From an optimization exercise on the open Yosys and OpenROAD flow, aimed at small area and a short achievable clock period; shortcuts taken in it are not production practice.
The RTL was checked by simulation tests, not by an equivalence proof against the original design.

## ember
==> module int_divider, before the edit <==
module int_divider (
    input  wire        clk,
    input  wire        rst,
    input  wire        start,
    input  wire        op_signed,
    input  wire        op_rem,
    input  wire [63:0] a,
    input  wire [63:0] b,
    output reg         done,
    output wire [63:0] result,
    output wire        ovf,
    output wire        dz
);
    localparam [1:0] S_IDLE  = 2'd0;
    localparam [1:0] S_SETUP = 2'd1;
    localparam [1:0] S_ITER  = 2'd2;
    localparam [1:0] S_HOLD  = 2'd3;
    reg  [1:0]  state;
    reg  [63:0] rmd;       
    reg  [66:0] dvs;       
    reg         cin;       
    reg  [63:0] quo;       
    reg         sgn_r;
    reg         rem_r;
    reg         an_r;      
    reg         bn_r;      
    reg         ovf_r;
    reg         dz_r;
    reg  [4:0]  cnt;       
    reg         z0;        
    reg         first;     
    reg         cmp_r;     
    wire        setup = (state == S_SETUP);
    reg         ng_r;
    reg         ns_r;
    wire [63:0] ng_x = ng_r ? rmd : quo;
    wire        ng_s = ns_r;
    wire [63:0] ng_y = (ng_x ^ {64{ng_s}}) + {63'd0, ng_s};
    assign result = ng_y;
    assign ovf    = ovf_r;
    assign dz     = dz_r;
    wire        a_neg_in  = op_signed & a[63];
    wire        b_neg_in  = op_signed & b[63];
    wire [63:0] bx_in     = b ^ {64{~b_neg_in}};        
    wire [63:0] ax     = rmd ^ {64{an_r}};           
    wire [63:0] bx     = dvs[63:0];                  
    wire        a_pow2 = an_r & ~|(~rmd[63:1] & rmd[62:0]);
    wire        b_pow2 = bn_r & ~|(~bx[63:1] & bx[62:0]);
    reg  [6:0]  loa;
    reg  [6:0]  lob;
    integer     i;
    always @* begin
        loa = 7'd64;
        for (i = 0; i < 64; i = i + 1)
            if (ax[i]) loa = 7'd63 - i[6:0];
        lob = 7'd64;
        for (i = 0; i < 64; i = i + 1)
            if (!bx[i]) lob = 7'd63 - i[6:0];
    end
    wire        bx_one = &bx;
    wire        b_zero = bx_one & ~bn_r;
    wire [7:0]  sdiff  = {1'b0, lob} - {1'b0, loa} + {7'd0, a_pow2} - {7'd0, b_pow2};
    wire        no_q   = b_zero | sdiff[7];         
    wire [5:0]  shamt  = sdiff[5:0];
    reg  [4:0]  m;                                   
    reg         md0;                                 
    integer     j;
    always @* begin
        m   = 5'd0;
        md0 = 1'b0;
        for (j = 0; j < 64; j = j + 1)
            if (shamt == j[5:0]) begin
                m   = j / 3;
                md0 = (j % 3) == 0;
            end
    end
    wire [66:0] bx2    = {3'b111, bx, {2{cin}}} ;   
    wire [66:0] sh3    = m[0] ? {bx2[63:0],  {3{cin}}}  : bx2;
    wire [66:0] sh6    = m[1] ? {sh3[60:0],  {6{cin}}}  : sh3;
    wire [66:0] sh12   = m[2] ? {sh6[54:0],  {12{cin}}} : sh6;
    wire [66:0] sh24   = m[3] ? {sh12[42:0], {24{cin}}} : sh12;
    wire [66:0] dvs0   = m[4] ? {sh24[18:0], {48{cin}}} : sh24;
    wire        min_by_m1 = sgn_r & (rmd == 64'h8000_0000_0000_0000) & bx_one & bn_r;
    wire [63:0] s0, s1, s2;
    wire [3:0]  c0, c1, c2;
    wire [66:0] v0 = {1'b1, dvs[66:1]};
    wire [66:0] v1 = {1'b1, v0[66:1]};
    wire [66:0] v2 = {1'b1, v1[66:1]};
    div_add u_a0 (.x(rmd), .y(dvs[63:0]), .c(cin), .s(s0), .co(c0));
    wire [3:0]  q0v = c0 & {4{dvs[64] & dvs[65]}};
    wire        q0  = q0v[0];
    wire [63:0] r0  = ({{16{q0v[3]}}, {16{q0v[2]}}, {16{q0v[1]}}, {16{q0v[0]}}} & s0) |
                      ({{16{~q0v[3]}}, {16{~q0v[2]}}, {16{~q0v[1]}}, {16{~q0v[0]}}} & rmd);
    div_add u_a1 (.x(r0), .y(v0[63:0]), .c(cin), .s(s1), .co(c1));
    wire [3:0]  q1v = c1 & {4{v0[64]}};
    wire        q1  = q1v[0];
    wire [63:0] r1  = ({{16{q1v[3]}}, {16{q1v[2]}}, {16{q1v[1]}}, {16{q1v[0]}}} & s1) |
                      ({{16{~q1v[3]}}, {16{~q1v[2]}}, {16{~q1v[1]}}, {16{~q1v[0]}}} & r0);
    div_add u_a2 (.x(r1), .y(v1[63:0]), .c(cin), .s(s2), .co(c2));
    wire        q2  = c2[0];
    wire        iter  = (state == S_ITER);
    wire [63:0] rmd_e = iter ? r1 : (setup ? ng_y : a);
    wire [3:0]  take2 = {4{iter}} & c2;
    wire [63:0] rmd_d;
    genvar      gi;
    generate
        for (gi = 0; gi < 64; gi = gi + 1) begin : g_rmux
            div_mux2 u_m (.s(take2[gi / 16]), .a(s2[gi]), .b(rmd_e[gi]), .y(rmd_d[gi]));
        end
    endgenerate
    reg  [1:0]  st_n;                                
    reg         dn_n;                                
    always @* begin
        st_n = state;
        dn_n = 1'b0;
        case (state)
            S_IDLE:  if (start) st_n = S_SETUP;
            S_SETUP: st_n = no_q ? S_HOLD : S_ITER;
            S_ITER:  if (cnt == 5'd1) begin
                         if (z0 & ~cmp_r) begin
                             dn_n = 1'b1;
                             st_n = S_IDLE;
                         end else begin
                             st_n = S_HOLD;
                         end
                     end
            default: begin
                         dn_n = 1'b1;
                         st_n = S_IDLE;
                     end
        endcase
    end
    wire        lastq = iter & (cnt == 5'd1) & z0 & first;
    wire [1:0]  st_d;
    wire        dn_d;
    div_mux2 u_st0 (.s(lastq), .a(q2),  .b(st_n[0]), .y(st_d[0]));   
    div_mux2 u_st1 (.s(lastq), .a(q2),  .b(st_n[1]), .y(st_d[1]));   
    div_mux2 u_dn  (.s(lastq), .a(~q2), .b(dn_n),    .y(dn_d));
    always @(posedge clk) begin
        if (rst) begin
            state <= S_IDLE;
            done  <= 1'b0;
        end else begin
            state <= st_d;
            done  <= dn_d;
        end
    end
    always @(posedge clk) begin
        case (state)
            S_IDLE: begin
                if (start) begin
                    rmd    <= rmd_d;
                    dvs    <= {3'b111, bx_in};
                    cin    <= ~b_neg_in;
                    an_r   <= a_neg_in;
                    bn_r   <= b_neg_in;
                    sgn_r  <= op_signed;
                    rem_r  <= op_rem;
                    ng_r   <= 1'b1;
                    ns_r   <= a_neg_in;
                end
            end
            S_SETUP: begin
                rmd   <= rmd_d;
                dvs   <= dvs0;
                quo   <= 64'd0;
                dz_r  <= b_zero;
                ovf_r <= ~rem_r & min_by_m1;
                first <= 1'b1;
                ng_r  <= rem_r;
                ns_r  <= rem_r ? an_r : (an_r ^ bn_r);
                z0    <= md0;
                cnt   <= m + 5'd1;
            end
            S_ITER: begin
                rmd   <= rmd_d;
                dvs   <= v2;
                quo   <= {quo[60:0], q0, q1, q2};
                first <= 1'b0;
                if (first) cmp_r <= q2;
                cnt   <= cnt - 5'd1;
            end
            default: ;   
        endcase
    end
endmodule
==> flow/config.mk <==
export PLATFORM = sky130hd
export DESIGN_NAME = int_divider
export DESIGN_NICKNAME = int_divider
export VERILOG_FILES = /design/flow/design.v
export SDC_FILE = /design/flow/constraint.sdc
export NUM_CORES = 4
export LEC_CHECK = 0
export CAP_MARGIN = 20
export CORE_MARGIN = 2
export CORE_UTILIZATION = 40
export SLEW_MARGIN = 20
export SYNTH_HIERARCHICAL = 1
==> flow/constraint.sdc <==
create_clock -name core_clock -period 18.0 [get_ports {clk}]
set_input_delay 3.6000 -clock core_clock [delete_from_list [all_inputs] [get_ports {clk}]]
set_output_delay 3.6000 -clock core_clock [all_outputs]
set_load 0.01 [all_outputs]
standard.sh (not shown) runs the stock make flow with config.mk's settings and CLKGATE_MAP_FILE= SYNTH_SCRIPT=/design/flow/synth_recipe.tcl, a recipe that flattens the netlist after the stock synthesis.
==> flow/flow/run.sh <==
#!/bin/bash
set -euo pipefail
bash standard.sh SETUP_SLACK_MARGIN=10 "BUFFER_PORTS_ARGS=-buffer_cell sky130_fd_sc_hd__buf_1" finish > make_finish.log 2>&1
ember completed end to end with timing, DRC and antenna clean.
For zinc, these inputs were changed with respect to ember:
diff --git a/flow/design.v b/flow/design.v
--- a/flow/design.v
+++ b/flow/design.v
@@ -145,12 +145,14 @@
             done  <= dn_d;
         end
     end
+    always @(posedge clk)
+        dvs <= (state == S_SETUP) ? dvs0 :
+               (state == S_ITER)  ? v2   : {3'b111, bx_in};
     always @(posedge clk) begin
         case (state)
             S_IDLE: begin
                 if (start) begin
                     rmd    <= rmd_d;
-                    dvs    <= {3'b111, bx_in};
                     cin    <= ~b_neg_in;
                     an_r   <= a_neg_in;
                     bn_r   <= b_neg_in;
@@ -162,7 +164,6 @@
             end
             S_SETUP: begin
                 rmd   <= rmd_d;
-                dvs   <= dvs0;
                 quo   <= 64'd0;
                 dz_r  <= b_zero;
                 ovf_r <= ~rem_r & min_by_m1;
@@ -174,7 +175,6 @@
             end
             S_ITER: begin
                 rmd   <= rmd_d;
-                dvs   <= v2;
                 quo   <= {quo[60:0], q0, q1, q2};
                 first <= 1'b0;
                 if (first) cmp_r <= q2;
### Flow results
The run showing the greater number of iterations in the first detailed-routing pass is ember.
Post-synthesis instance area (zinc vs. ember) increases slightly
Slack of the critical path: zinc vs ember — no meaningful difference

Setup of the baseline:
int_divider, a different RTL version from the one above (not shown whole).
Size in the first run: ~220 flip-flops, about 200 I/O pins, ~34000 um2 of cells after synthesis.
==> module int_divider, before the edit <==
module int_divider (
    input  wire        clk,
    input  wire        rst,
    input  wire        start,
    input  wire        op_signed,
    input  wire        op_rem,
    input  wire [63:0] a,
    input  wire [63:0] b,
    output reg         done,
    output wire [63:0] result,
    output wire        ovf,
    output wire        dz
);
    localparam [1:0] S_IDLE  = 2'd0;
    localparam [1:0] S_SETUP = 2'd1;
    localparam [1:0] S_ITER  = 2'd2;
    localparam [1:0] S_HOLD  = 2'd3;
    reg  [1:0]  state;
    reg  [63:0] rmd;       
    reg  [66:0] dvs;       
    reg         cin;       
    reg  [63:0] quo;       
    reg         sgn_r;
    reg         rem_r;
    reg         an_r;      
    reg         bn_r;      
    reg         ovf_r;
    reg         dz_r;
    reg  [4:0]  cnt;       
    reg         z0;        
    reg         first;     
    reg         cmp_r;     
    wire        setup = (state == S_SETUP);
    reg         ng_r;
    reg         ns_r;
    wire [63:0] ng_x = ng_r ? rmd : quo;
    wire        ng_s = ns_r;
    wire [63:0] ng_y = (ng_x ^ {64{ng_s}}) + {63'd0, ng_s};
    assign result = ng_y;
    assign ovf    = ovf_r;
    assign dz     = dz_r;
    wire        a_neg_in  = op_signed & a[63];
    wire        b_neg_in  = op_signed & b[63];
    wire [63:0] bx_in     = b ^ {64{~b_neg_in}};        
    wire [63:0] ax     = rmd ^ {64{an_r}};           
    wire [63:0] bx     = dvs[63:0];                  
    wire        a_pow2 = an_r & ~|(~rmd[63:1] & rmd[62:0]);
    wire        b_pow2 = bn_r & ~|(~bx[63:1] & bx[62:0]);
    reg  [6:0]  loa;
    reg  [6:0]  lob;
    integer     i;
    always @* begin
        loa = 7'd64;
        for (i = 0; i < 64; i = i + 1)
            if (ax[i]) loa = 7'd63 - i[6:0];
        lob = 7'd64;
        for (i = 0; i < 64; i = i + 1)
            if (!bx[i]) lob = 7'd63 - i[6:0];
    end
    wire        bx_one = &bx;
    wire        b_zero = bx_one & ~bn_r;
    wire [7:0]  sdiff  = {1'b0, lob} - {1'b0, loa} + {7'd0, a_pow2} - {7'd0, b_pow2};
    wire        no_q   = b_zero | sdiff[7];         
    wire [5:0]  shamt  = sdiff[5:0];
    reg  [4:0]  m;                                   
    reg         md0;                                 
    integer     j;
    always @* begin
        m   = 5'd0;
        md0 = 1'b0;
        for (j = 0; j < 64; j = j + 1)
            if (shamt == j[5:0]) begin
                m   = j / 3;
                md0 = (j % 3) == 0;
            end
    end
    wire [66:0] bx2    = {3'b111, bx, {2{cin}}} ;   
    wire [66:0] sh3    = m[0] ? {bx2[63:0],  {3{cin}}}  : bx2;
    wire [66:0] sh6    = m[1] ? {sh3[60:0],  {6{cin}}}  : sh3;
    wire [66:0] sh12   = m[2] ? {sh6[54:0],  {12{cin}}} : sh6;
    wire [66:0] sh24   = m[3] ? {sh12[42:0], {24{cin}}} : sh12;
    wire [66:0] dvs0   = m[4] ? {sh24[18:0], {48{cin}}} : sh24;
    wire        min_by_m1 = sgn_r & (rmd == 64'h8000_0000_0000_0000) & bx_one & bn_r;
    wire [63:0] s0, s1, s2;
    wire        c0, c1, c2;
    wire [66:0] v0 = {1'b1, dvs[66:1]};
    wire [66:0] v1 = {1'b1, v0[66:1]};
    wire [66:0] v2 = {1'b1, v1[66:1]};
    div_add u_a0 (.x(rmd), .y(dvs[63:0]), .c(cin), .s(s0), .co(c0));
    wire        q0 = c0 & dvs[64] & dvs[65];
    wire [63:0] r0 = q0 ? s0 : rmd;
    div_add u_a1 (.x(r0), .y(v0[63:0]), .c(cin), .s(s1), .co(c1));
    wire        q1 = c1 & v0[64];
    wire [63:0] r1 = q1 ? s1 : r0;
    div_add u_a2 (.x(r1), .y(v1[63:0]), .c(cin), .s(s2), .co(c2));
    wire        q2 = c2;
    wire        iter  = (state == S_ITER);
    wire [63:0] rmd_e = iter ? r1 : (setup ? ng_y : a);
    wire        take2 = iter & q2;
    wire [63:0] rmd_d;
    genvar      gi;
    generate
        for (gi = 0; gi < 64; gi = gi + 1) begin : g_rmux
            div_mux2 u_m (.s(take2), .a(s2[gi]), .b(rmd_e[gi]), .y(rmd_d[gi]));
        end
    endgenerate
    reg  [1:0]  st_n;                                
    reg         dn_n;                                
    always @* begin
        st_n = state;
        dn_n = 1'b0;
        case (state)
            S_IDLE:  if (start) st_n = S_SETUP;
            S_SETUP: st_n = no_q ? S_HOLD : S_ITER;
            S_ITER:  if (cnt == 5'd1) begin
                         if (z0 & ~cmp_r) begin
                             dn_n = 1'b1;
                             st_n = S_IDLE;
                         end else begin
                             st_n = S_HOLD;
                         end
                     end
            default: begin
                         dn_n = 1'b1;
                         st_n = S_IDLE;
                     end
        endcase
    end
    wire        lastq = iter & (cnt == 5'd1) & z0 & first;
    wire [1:0]  st_d;
    wire        dn_d;
    div_mux2 u_st0 (.s(lastq), .a(q2),  .b(st_n[0]), .y(st_d[0]));   
    div_mux2 u_st1 (.s(lastq), .a(q2),  .b(st_n[1]), .y(st_d[1]));   
    div_mux2 u_dn  (.s(lastq), .a(~q2), .b(dn_n),    .y(dn_d));
    always @(posedge clk) begin
        if (rst) begin
            state <= S_IDLE;
            done  <= 1'b0;
        end else begin
            state <= st_d;
            done  <= dn_d;
        end
    end
    always @(posedge clk) begin
        case (state)
            S_IDLE: begin
                if (start) begin
                    rmd    <= rmd_d;
                    dvs    <= {3'b111, bx_in};
                    cin    <= ~b_neg_in;
                    an_r   <= a_neg_in;
                    bn_r   <= b_neg_in;
                    sgn_r  <= op_signed;
                    rem_r  <= op_rem;
                    ng_r   <= 1'b1;
                    ns_r   <= a_neg_in;
                end
            end
            S_SETUP: begin
                rmd   <= rmd_d;
                dvs   <= dvs0;
                quo   <= 64'd0;
                dz_r  <= b_zero;
                ovf_r <= ~rem_r & min_by_m1;
                first <= 1'b1;
                ng_r  <= rem_r;
                ns_r  <= rem_r ? an_r : (an_r ^ bn_r);
                z0    <= md0;
                cnt   <= m + 5'd1;
            end
            S_ITER: begin
                rmd   <= rmd_d;
                dvs   <= v2;
                quo   <= {quo[60:0], q0, q1, q2};
                first <= 1'b0;
                if (first) cmp_r <= q2;
                cnt   <= cnt - 5'd1;
            end
            default: ;   
        endcase
    end
endmodule
export LEC_CHECK = 0
export CAP_MARGIN = 20
export CORE_MARGIN = 2
export CORE_UTILIZATION = 40
export SLEW_MARGIN = 20
export SYNTH_HIERARCHICAL = 1
create_clock -name core_clock -period 18.0 [get_ports {clk}]
==> flow/flow/run.sh <==
#!/bin/bash
set -euo pipefail
bash standard.sh SETUP_SLACK_MARGIN=10 finish > make_finish.log 2>&1
The baseline ran to completion and came out clean on the timing, design-rule and antenna checks.
Edits applied to the flow inputs when going from the baseline to the candidate:
--- a/flow/design.v
+++ b/flow/design.v
@@ -28,10 +28,14 @@
     reg         dz_r;
     reg  [4:0]  cnt;       
     reg         z0;        
     reg         first;     
     reg         cmp_r;     
+    reg  [6:0]  loa;       
+    reg  [6:0]  lob;       
+    reg         a_pow2;    
+    reg         b_pow2;    
     wire        setup = (state == S_SETUP);
     reg         ng_r;
     reg         ns_r;
     wire [63:0] ng_x = ng_r ? rmd : quo;
     wire        ng_s = ns_r;
@@ -40,25 +44,25 @@
     assign ovf    = ovf_r;
     assign dz     = dz_r;
     wire        a_neg_in  = op_signed & a[63];
     wire        b_neg_in  = op_signed & b[63];
     wire [63:0] bx_in     = b ^ {64{~b_neg_in}};        
-    wire [63:0] ax     = rmd ^ {64{an_r}};           
-    wire [63:0] bx     = dvs[63:0];                  
-    wire        a_pow2 = an_r & ~|(~rmd[63:1] & rmd[62:0]);
-    wire        b_pow2 = bn_r & ~|(~bx[63:1] & bx[62:0]);
-    reg  [6:0]  loa;
-    reg  [6:0]  lob;
+    wire [63:0] ax_in     = a ^ {64{a_neg_in}};         
+    wire        a_pow2_in = a_neg_in & ~|(~a[63:1] & a[62:0]);
+    wire        b_pow2_in = b_neg_in & ~|(~b[63:1] & b[62:0]);
+    reg  [6:0]  loa_in;
+    reg  [6:0]  lob_in;
     integer     i;
     always @* begin
-        loa = 7'd64;
+        loa_in = 7'd64;
         for (i = 0; i < 64; i = i + 1)
-            if (ax[i]) loa = 7'd63 - i[6:0];
-        lob = 7'd64;
+            if (ax_in[i]) loa_in = 7'd63 - i[6:0];
+        lob_in = 7'd64;
         for (i = 0; i < 64; i = i + 1)
-            if (!bx[i]) lob = 7'd63 - i[6:0];
+            if (!bx_in[i]) lob_in = 7'd63 - i[6:0];
     end
+    wire [63:0] bx     = dvs[63:0];                  
     wire        bx_one = &bx;
     wire        b_zero = bx_one & ~bn_r;
     wire [7:0]  sdiff  = {1'b0, lob} - {1'b0, loa} + {7'd0, a_pow2} - {7'd0, b_pow2};
     wire        no_q   = b_zero | sdiff[7];         
     wire [5:0]  shamt  = sdiff[5:0];
@@ -150,10 +154,14 @@
                     cin    <= ~b_neg_in;
                     an_r   <= a_neg_in;
                     bn_r   <= b_neg_in;
                     sgn_r  <= op_signed;
                     rem_r  <= op_rem;
+                    loa    <= loa_in;
+                    lob    <= lob_in;
+                    a_pow2 <= a_pow2_in;
+                    b_pow2 <= b_pow2_in;
                     ng_r   <= 1'b1;
                     ns_r   <= a_neg_in;
                 end
             end
             S_SETUP: begin
==> results.txt <==
- The candidate ended up with a lower hold slack than the baseline did.
- Between the baseline and the candidate, the flow reports routed wire length increasing by a few percent.
- Compared with the baseline, placement density in the core of the candidate is lower.
- The candidate reports a higher fmax than the baseline does.

[what the ideal ports hide]
The flow's constraints put no driver on any port. The routed layouts listed below were extracted and timed again, unchanged, in two steps.
Step 1 sets driving cells, clkbuf_16 on the clock port and buf_2 on the other inputs (assumed; they add their load-dependent delay and slew).
Step 2 times the ports against the registers' clock, not the clock port: input delays grow and output delays shrink by t, the midpoint of the rising clock arrivals with the driver on.
a / b / c = ideal / step 1 / step 2; a / b = the first two.
run | shift t [ns] | setup WS [ns] | latest minus earliest clock arrival (ns) | slew at the worst register clock pin (ns) | worst data-port slew with drivers (ns)
ember | 0.697 | 10.023 / 10.023 / 10.023 | 0.051 / 0.051 | 0.08 / 0.08 | 0.07
zinc | 0.700 | 10.023 / 9.968 / 10.023 | 0.056 / 0.056 | 0.07 / 0.07 | 0.05
the baseline | 0.679 | 9.966 / 9.896 / 10.072 | 0.033 / 0.033 | 0.07 / 0.07 | 0.07
the candidate | 0.694 | 10.065 / 9.996 / 9.484 | 0.060 / 0.060 | 0.07 / 0.07 | 0.08
After both steps every run listed still meets setup and hold. For the candidate, which loses most, drivers alone change the setup slack by -0.069 ns; drivers and shift together by -0.581 ns.
